What follows belongs to an exercise in optimizing a design on an open flow for small area, a short achievable clock period and few clock cycles; a production flow would make more cautious choices. In this exercise RTL edits were held to simulation tests only and were not proved equivalent to the original.

harbor:
## flush_dot4
module flush_dot4 (
    input  wire        clk,
    input  wire        rst,
    input  wire        in_valid,
    output wire        in_ready,
    input  wire        in_clear,
    input  wire        in_read,
    input  wire [7:0]  in_level,
    input  wire [3:0]  in_fmt_a,
    input  wire [3:0]  in_fmt_b,
    input  wire [3:0]  in_en,
    input  wire [31:0] in_a,
    input  wire [31:0] in_b,
    output reg         out_valid,
    output wire [95:0] out_acc,
    output wire [1:0]  out_tag,
    output wire        out_inexact
);
    localparam [1:0] NUM = 2'd0, PINF = 2'd1, NINF = 2'd2, NAN = 2'd3;
    assign in_ready = 1'b1;
    function [5:0] fhot(input [3:0] f);     
        fhot = {f == 4'h6, f == 4'h5, f == 4'h4, f == 4'h3, f == 4'h1, f == 4'h0};
    endfunction
    reg        r0_clear, r0_read;
    reg [3:0]  r0_en;
    reg [7:0]  r0_level;
    reg [5:0]  r0_fa, r0_fb;      
    reg [31:0] r0_a, r0_b;
    wire       take = in_valid & ~rst;
    always @(posedge clk) begin
        r0_clear <= take & in_clear;
        r0_read  <= take & in_read;
        r0_en    <= {4{take}} & in_en;
        r0_level <= in_level;
        r0_fa    <= fhot(in_fmt_a);
        r0_fb    <= fhot(in_fmt_b);
        r0_a     <= in_a;
        r0_b     <= in_b;
    end
  ...
Size in the first run: about 400 flip-flops, about 190 I/O pins, about 48000 um2 of cells after synthesis.
==> flow/config.mk <==
export PLATFORM = sky130hd
export DESIGN_NAME = flush_dot4
export DESIGN_NICKNAME = flush_dot4
export VERILOG_FILES = /design/flow/design.v
export SDC_FILE = /design/flow/constraint.sdc
export NUM_CORES = 4
export LEC_CHECK = 0
export ABC_AREA = 1
export ABC_CLOCK_PERIOD_IN_PS = 7000
export CAP_MARGIN = 20
export CELL_PAD_IN_SITES_DETAIL_PLACEMENT = 2
export CELL_PAD_IN_SITES_GLOBAL_PLACEMENT = 4
export CORE_MARGIN = 2
export CORE_UTILIZATION = 30
export CTS_CLUSTER_DIAMETER = 70
export CTS_CLUSTER_SIZE = 30
export PLACE_DENSITY = 0.45
export SLEW_MARGIN = 20
==> flow/constraint.sdc <==
create_clock -name core_clock -period 30.0 [get_ports {clk}]
set_input_delay 6.0000 -clock core_clock [delete_from_list [all_inputs] [get_ports {clk}]]
set_output_delay 6.0000 -clock core_clock [all_outputs]
set_load 0.01 [all_outputs]
standard.sh (not shown) runs the stock make flow with config.mk's settings and CLKGATE_MAP_FILE= SYNTH_SCRIPT=/design/flow/synth_recipe.tcl, a recipe that flattens the netlist after the stock synthesis.
==> flow/flow/run.sh <==
#!/bin/bash
# The standard layout (standard.sh: ORFS synthesis through finish), with
# two changes: repair_timing aims for 22.8 ns of setup slack, and buffer_ports gives each input and output port a
# sky130_fd_sc_hd__buf_1 instead of the cell it picks by default.
# The full output of the ORFS run goes to standard.log here; ORFS keeps each
# step's own log under orfs/logs/.
set -euo pipefail
bash standard.sh "BUFFER_PORTS_ARGS=-buffer_cell sky130_fd_sc_hd__buf_1" SETUP_SLACK_MARGIN=22.8 finish > standard.log 2>&1
Testbench counts of harbor, summed over its fixed seeds: cycles 12,032.
Changes in maple relative to harbor:
- removing CTS_CLUSTER_DIAMETER (formerly 70)
- removing CTS_CLUSTER_SIZE (formerly 30)
- setting CTS_BUF_LIST to sky130_fd_sc_hd__clkbuf_8 for the first time
--- a/flow/flow/run.sh
+++ b/flow/flow/run.sh
@@ -4 +4 @@
-# sky130_fd_sc_hd__buf_1 instead of the cell it picks by default.
+# sky130_fd_sc_hd__buf_4 instead of the cell it picks by default.
@@ -8 +8 @@
-bash standard.sh "BUFFER_PORTS_ARGS=-buffer_cell sky130_fd_sc_hd__buf_1" SETUP_SLACK_MARGIN=22.8 finish > standard.log 2>&1
+bash standard.sh "BUFFER_PORTS_ARGS=-buffer_cell sky130_fd_sc_hd__buf_4" SETUP_SLACK_MARGIN=22.8 finish > standard.log 2>&1
[summary]
- Source of the critical timing path: acc[80]$_DFF_P_ -> maple, acc[74]$_DFF_P_ -> harbor
- In maple, the detailed placer's ending HPWL came out about 0.8% above the value in harbor.
- maple against harbor: worst setup slack fell 0.10 ns.
- | total number of multi-input combinational cells | maple vs harbor | ≈ equal |
- Clock transition at the register clock pins on the worst setup and hold paths after CTS in maple vs harbor: down 0.05 ns
- Total number of vias was lower in the run labelled harbor.
- Compared with harbor, in maple global-route track usage on met1 flat, first-pass GRT wire length up about 0.7%.
### maple -> pepper
- CTS_BUF_LIST removed (was sky130_fd_sc_hd__clkbuf_8)
--- a/flow/flow/run.sh
+++ b/flow/flow/run.sh
@@ -4 +4 @@
-# sky130_fd_sc_hd__buf_4 instead of the cell it picks by default.
+# sky130_fd_sc_hd__buf_2 instead of the cell it picks by default.
@@ -8 +8 @@
-bash standard.sh "BUFFER_PORTS_ARGS=-buffer_cell sky130_fd_sc_hd__buf_4" SETUP_SLACK_MARGIN=22.8 finish > standard.log 2>&1
+bash standard.sh "BUFFER_PORTS_ARGS=-buffer_cell sky130_fd_sc_hd__buf_2" SETUP_SLACK_MARGIN=22.8 finish > standard.log 2>&1
Results
pepper finished every step from synthesis to the final layout, and the layout passed the timing, DRC and antenna checks.
Going from maple to pepper, number of global-route vias before repair saw a decrease, maximum single-stage delay on the critical path saw little to no change.
Share of the cycle needed by the critical path after routing in pepper is 0.37 points below maple.
Edits applied to the flow inputs when going from pepper to xenon:
--- a/flow/flow/run.sh
+++ b/flow/flow/run.sh
@@ -4 +4 @@
-# sky130_fd_sc_hd__buf_2 instead of the cell it picks by default.
+# sky130_fd_sc_hd__buf_1 instead of the cell it picks by default.
@@ -8 +8 @@
-bash standard.sh "BUFFER_PORTS_ARGS=-buffer_cell sky130_fd_sc_hd__buf_2" SETUP_SLACK_MARGIN=22.8 finish > standard.log 2>&1
+bash standard.sh "BUFFER_PORTS_ARGS=-buffer_cell sky130_fd_sc_hd__buf_1" SETUP_SLACK_MARGIN=22.8 finish > standard.log 2>&1
Results
- xenon vs. pepper: global-route track usage on met2 up 0.55 points; relative area change from synthesis to final layout shows a reduction of 0.69 points.
- Portion of the clock cycle consumed by the worst path in the final layout delta (pepper -> xenon): insignificant
- From pepper to xenon the numbers moved as follows: worst hold slack has decreased; wire length of the first global-routing pass has remained practically unchanged.

========
job 1242:
Another version of the RTL of flush_dot4 (not shown whole).
Size: roughly 190 I/O pins, ~55000 um2 of cells after synthesis.
clock: 30.0 ns
lec_check: 0
abc_clock_period_in_ps: 7000
cap_margin: 70
cell_pad_in_sites_detail_placement: 2
cell_pad_in_sites_global_placement: 4
core_margin: 2
core_utilization: 30
place_density: 0.45
slew_margin: 70
run.sh (not shown) runs the stock make flow with config.mk's settings and CLKGATE_MAP_FILE= SYNTH_SCRIPT=/design/flow/synth_recipe.tcl, a recipe that flattens the netlist after the stock synthesis.
Stock flow here: none of the scripts above is used.
Testbench counts of job 1242, summed over its fixed seeds: cycles 12,040.
#### Input delta (job 6970 over job 1242)
==> flow/flow/run.sh (new file) <==
#!/bin/bash
# The standard layout (standard.sh: ORFS synthesis through finish), with
# two changes: repair_timing aims for 22.6 ns of setup slack, and buffer_ports gives each input and output port a
# sky130_fd_sc_hd__buf_4 instead of the cell it picks by default.
# The full output of the ORFS run goes to standard.log here; ORFS keeps each
# step's own log under orfs/logs/.
set -euo pipefail
bash standard.sh "BUFFER_PORTS_ARGS=-buffer_cell sky130_fd_sc_hd__buf_4" SETUP_SLACK_MARGIN=22.6 finish > standard.log 2>&1
==> flow/standard.sh (new file) <==
#!/bin/bash
# synth_recipe.tcl (not shown) runs the flow's synth.tcl, then flattens the netlist and writes it again
# the make line also repeats each setting of config.mk as NAME=value (left out here)
make -C /OpenROAD-flow-scripts/flow DESIGN_CONFIG=/design/flow/config.mk WORK_HOME=/design/flow/orfs CLKGATE_MAP_FILE= SYNTH_SCRIPT=/design/flow/synth_recipe.tcl "${@:-finish}"
--- a/flow/config.mk
+++ b/flow/config.mk
@@ -8,3 +8,3 @@
 export ABC_CLOCK_PERIOD_IN_PS = 7000
-export CAP_MARGIN = 70
+export CAP_MARGIN = 20
 export CELL_PAD_IN_SITES_DETAIL_PLACEMENT = 2
@@ -14,2 +14,2 @@
 export PLACE_DENSITY = 0.45
-export SLEW_MARGIN = 70
+export SLEW_MARGIN = 20
removed: flow/run.sh
## What came out
Compared with job 1242, in job 6970 non-clock buffer count fell by 34, first-pass GRT wire length fell by 1.1%, register fraction of the total cell area rose by 0.58 points.
Job 6970: full flow OK, the timing, DRC and antenna checks passed
Diff job 1242 -> job 6970: total length of routed wires down about 1%, share of the core filled with cells in the final layout down 1.4 points, count of clock-buffer cells in the layout down 2, highest clock frequency the design can meet up about 6%.
The following lists how job 9399 was set up differently from job 6970:
==> flow/flow/run.sh <==
#!/bin/bash
# The standard layout (standard.sh: ORFS synthesis through finish), with
# one change: ORFS's buffer_ports gives each input and output port a
# sky130_fd_sc_hd__buf_4 instead of the cell it picks by default.
# The full output of the ORFS run goes to standard.log here; ORFS keeps each
# step's own log under orfs/logs/.
set -euo pipefail
bash standard.sh "BUFFER_PORTS_ARGS=-buffer_cell sky130_fd_sc_hd__buf_4" finish > standard.log 2>&1
Results
- Compared with job 6970, in job 9399 sequential cell area share held steady, met2 routing resource usage after global routing held steady.
- Diff job 6970..job 9399 | count of max-cap constraint violations | unchanged
- The maximum frequency number comes out higher for job 6970 vs job 9399.
- Via count across job 6970 and job 9399: no real change.

========
Setup of v31:
Another version of the RTL of flush_dot4 (not shown whole).
For scale: roughly 8200 cells after synthesis, roughly 390 flip-flops, ~190 I/O pins, about 0.061 mm2 of cells after synthesis.
Settings: LEC_CHECK=0, ABC_CLOCK_PERIOD_IN_PS=7000, CAP_MARGIN=20, CELL_PAD_IN_SITES_DETAIL_PLACEMENT=2, CELL_PAD_IN_SITES_GLOBAL_PLACEMENT=4, CORE_MARGIN=2, CORE_UTILIZATION=30, PLACE_DENSITY=0.45, SLEW_MARGIN=20; clock period 30.0 ns.
Stock flow here: none of the scripts above is used.
v31 has completed all stages; timing, DRC and antenna checks passed.
Testbench counts of v31, summed over its fixed seeds: cycles 12,032.
Relative to v31, the following input files were edited for v39:
- SLEW_MARGIN now 70, was 20
- CAP_MARGIN now 70, was 20
### Flow results
- A capture point of the critical path of r2_s[67] is what v39 shows, while r2_s[61] belongs to v31.
- From v31 to v39 the numbers moved as follows: clock buffer count fell 8; average vias per placed instance decreased by 0.41% relative to the old numbers.
- In the metrics for v39 and v31, the one carrying the higher post-synthesis to final-layout area growth is v39.

========
Another version of the RTL of flush_dot4 (not shown whole).
Size in the first run: about 520 flip-flops, about 190 I/O pins, roughly 0.053 mm2 of cells after synthesis.
export LEC_CHECK = 0
export ABC_CLOCK_PERIOD_IN_PS = 7000
export CAP_MARGIN = 20
export CELL_PAD_IN_SITES_DETAIL_PLACEMENT = 2
export CELL_PAD_IN_SITES_GLOBAL_PLACEMENT = 4
export CORE_MARGIN = 2
export CORE_UTILIZATION = 30
export PLACE_DENSITY = 0.45
export SLEW_MARGIN = 20
create_clock -name core_clock -period 30.0 [get_ports {clk}]
standard.sh (not shown) runs the stock make flow with config.mk's settings and CLKGATE_MAP_FILE= SYNTH_SCRIPT=/design/flow/synth_recipe.tcl, a recipe that flattens the netlist after the stock synthesis.
==> flow/flow/run.sh <==
#!/bin/bash
# The standard layout (standard.sh: ORFS synthesis through finish), with
# two changes: repair_timing aims for 22.7 ns of setup slack, and buffer_ports gives each input and output port a
# sky130_fd_sc_hd__buf_4 instead of the cell it picks by default.
# The full output of the ORFS run goes to standard.log here; ORFS keeps each
# step's own log under orfs/logs/.
set -euo pipefail
bash standard.sh "BUFFER_PORTS_ARGS=-buffer_cell sky130_fd_sc_hd__buf_4" SETUP_SLACK_MARGIN=22.7 finish > standard.log 2>&1
The baseline completed with no timing, DRC or antenna violations.
Testbench counts at the start, summed over its fixed seeds: cycles 12,040.
Edit:
==> flow/flow/run.sh (replaced) <==
#!/bin/bash
# The standard layout (standard.sh: ORFS synthesis through finish), with
# one change: ORFS's buffer_ports gives each input and output port a
# sky130_fd_sc_hd__buf_4 instead of the cell it picks by default.
# The full output of the ORFS run goes to standard.log here; ORFS keeps each
# step's own log under orfs/logs/.
set -euo pipefail
bash standard.sh "BUFFER_PORTS_ARGS=-buffer_cell sky130_fd_sc_hd__buf_4" finish > standard.log 2>&1
--- a/flow/config.mk
+++ b/flow/config.mk
@@ -7,5 +7,5 @@
 export LEC_CHECK = 0
 export ABC_CLOCK_PERIOD_IN_PS = 7000
-export CAP_MARGIN = 20
+export CAP_MARGIN = 70
 export CELL_PAD_IN_SITES_DETAIL_PLACEMENT = 2
 export CELL_PAD_IN_SITES_GLOBAL_PLACEMENT = 4
@@ -13,3 +13,3 @@
 export CORE_UTILIZATION = 30
 export PLACE_DENSITY = 0.45
-export SLEW_MARGIN = 20
+export SLEW_MARGIN = 70
After rerunning:
- wire length is unchanged
- setup slack degrades by 0.14 ns

========
Setup of run A:
Another version of the RTL of flush_dot4 (not shown whole).
Size in the first run: about 7700 cells after synthesis, roughly 190 I/O pins, about 53000 µm² of cells after synthesis.
==> flow/config.mk <==
export PLATFORM = sky130hd
export DESIGN_NAME = flush_dot4
export DESIGN_NICKNAME = flush_dot4
export VERILOG_FILES = /design/flow/design.v
export SDC_FILE = /design/flow/constraint.sdc
export NUM_CORES = 4
export LEC_CHECK = 0
export ABC_AREA = 1
export ABC_CLOCK_PERIOD_IN_PS = 7000
export CAP_MARGIN = 20
export CELL_PAD_IN_SITES_DETAIL_PLACEMENT = 2
export CELL_PAD_IN_SITES_GLOBAL_PLACEMENT = 4
export CORE_MARGIN = 2
export CORE_UTILIZATION = 30
export PLACE_DENSITY = 0.45
export SLEW_MARGIN = 20
==> flow/constraint.sdc <==
create_clock -name core_clock -period 30.0 [get_ports {clk}]
set_input_delay 6.0000 -clock core_clock [delete_from_list [all_inputs] [get_ports {clk}]]
set_output_delay 6.0000 -clock core_clock [all_outputs]
set_load 0.01 [all_outputs]
==> flow/flow/run.sh <==
#!/bin/bash
# The standard layout (standard.sh: ORFS synthesis through finish), with
# two changes: repair_timing aims for 22.8 ns of setup slack, and buffer_ports gives each input and output port a
# sky130_fd_sc_hd__buf_4 instead of the cell it picks by default.
# The full output of the ORFS run goes to standard.log here; ORFS keeps each
# step's own log under orfs/logs/.
set -euo pipefail
bash standard.sh "BUFFER_PORTS_ARGS=-buffer_cell sky130_fd_sc_hd__buf_4" SETUP_SLACK_MARGIN=22.8 finish > standard.log 2>&1
Run A finished all stages; the layout is clean.
Testbench counts of run A, summed over its fixed seeds: cycles 12,040.
For run B, these inputs were changed with respect to run A:
Settings: ABC_AREA no longer set, was 1.
## What came out
Compared run B vs run A, and pin count of the biggest net entering global routing is down in run B. Run B vs. run A: portion of the post-synthesis area used by sequential elements comparable; time the final worst path needs with I/O delays and setup stayed essentially flat; worst setup slack shows no meaningful change; met1 routing resource usage after global routing barely changed. Part of the cycle the worst path needs: run A vs run B — no meaningful difference.
Modified inputs, run C compared to run B
diff --git a/flow/flow/run.sh b/flow/flow/run.sh
--- a/flow/flow/run.sh
+++ b/flow/flow/run.sh
@@ -4 +4 @@
-# sky130_fd_sc_hd__buf_4 instead of the cell it picks by default.
+# sky130_fd_sc_hd__buf_1 instead of the cell it picks by default.
@@ -8 +8 @@
-bash standard.sh "BUFFER_PORTS_ARGS=-buffer_cell sky130_fd_sc_hd__buf_4" SETUP_SLACK_MARGIN=22.8 finish > standard.log 2>&1
+bash standard.sh "BUFFER_PORTS_ARGS=-buffer_cell sky130_fd_sc_hd__buf_1" SETUP_SLACK_MARGIN=22.8 finish > standard.log 2>&1
==> comparison <==
Between run C and run B, it is run C whose violation count after the first detailed-route iteration is higher, by 1.9%.
Run C vs run B, highest routed metal layer: met4 vs met5
Compared with run B, run C shows final area lower by 0.61%.

## afterwards: timing with drivers on the ports
Ports are ideal in the flow. The routed layouts listed here were re-timed in OpenROAD. Step 1 assumes that a clkbuf_16 drives the clock port and a buf_2 every other input. Step 2, shift: input delay + t, output delay - t, t = (earliest + latest rising clock arrival at the registers) / 2. This alone moves slack from input paths to output paths. Slacks: ideal ports / drivers / drivers and shift; pairs: ideal ports / drivers.
| run | t, ns | setup slack, ns | hold WS [ns] | slew at the worst register clock pin (ns) | pins driven straight from the clock port |
|---|---|---|---|---|---|
| harbor | 0.746 | 22.830 / 22.749 / 23.045 | 0.339 / 0.339 / 0.339 | 0.11 / 0.11 | 1 |
| maple | 0.842 | 22.726 / 22.646 / 23.025 | 0.324 / 0.324 / 0.324 | 0.08 / 0.08 | 1 |
| pepper | 0.748 | 22.838 / 22.755 / 23.100 | 0.331 / 0.331 / 0.331 | 0.09 / 0.09 | 1 |
| xenon | 0.736 | 22.859 / 22.772 / 23.068 | 0.327 / 0.327 / 0.327 | 0.07 / 0.07 | 1 |
| job 1242 | 0.787 | 22.235 / 22.152 / 22.024 | 0.307 / 0.307 / 0.307 | 0.06 / 0.06 | 1 |
| job 6970 | 0.766 | 22.690 / 22.605 / 22.334 | 0.325 / 0.325 / 0.325 | 0.06 / 0.06 | 1 |
| job 9399 | 0.766 | 22.084 / 22.084 / 22.084 | 0.325 / 0.325 / 0.325 | 0.06 / 0.06 | 1 |
| v31 | 0.766 | 20.346 / 20.346 / 20.346 | 0.325 / 0.325 / 0.325 | 0.07 / 0.07 | 1 |
| v39 | 0.801 | 21.576 / 21.576 / 21.576 | 0.324 / 0.324 / 0.324 | 0.07 / 0.07 | 1 |
| the first run of note 4 | 0.784 | 22.765 / 22.679 / 23.021 | 0.324 / 0.324 / 0.324 | 0.07 / 0.07 | 1 |
| the second run of note 4 | 0.780 | 22.626 / 22.539 / 23.044 | 0.325 / 0.325 / 0.325 | 0.07 / 0.07 | 1 |
| run A | 0.769 | 22.811 / 22.729 / 23.149 | 0.321 / 0.321 / 0.321 | 0.07 / 0.07 | 1 |
| run B | 0.775 | 22.814 / 22.729 / 23.064 | 0.326 / 0.326 / 0.326 | 0.08 / 0.08 | 1 |
| run C | 0.762 | 22.803 / 22.720 / 22.998 | 0.325 / 0.325 / 0.325 | 0.08 / 0.08 | 1 |
After both steps setup and hold are still met in every run listed. The setup slack of job 6970, which loses most, moves by -0.085 ns with the drivers and by -0.356 ns with both steps.
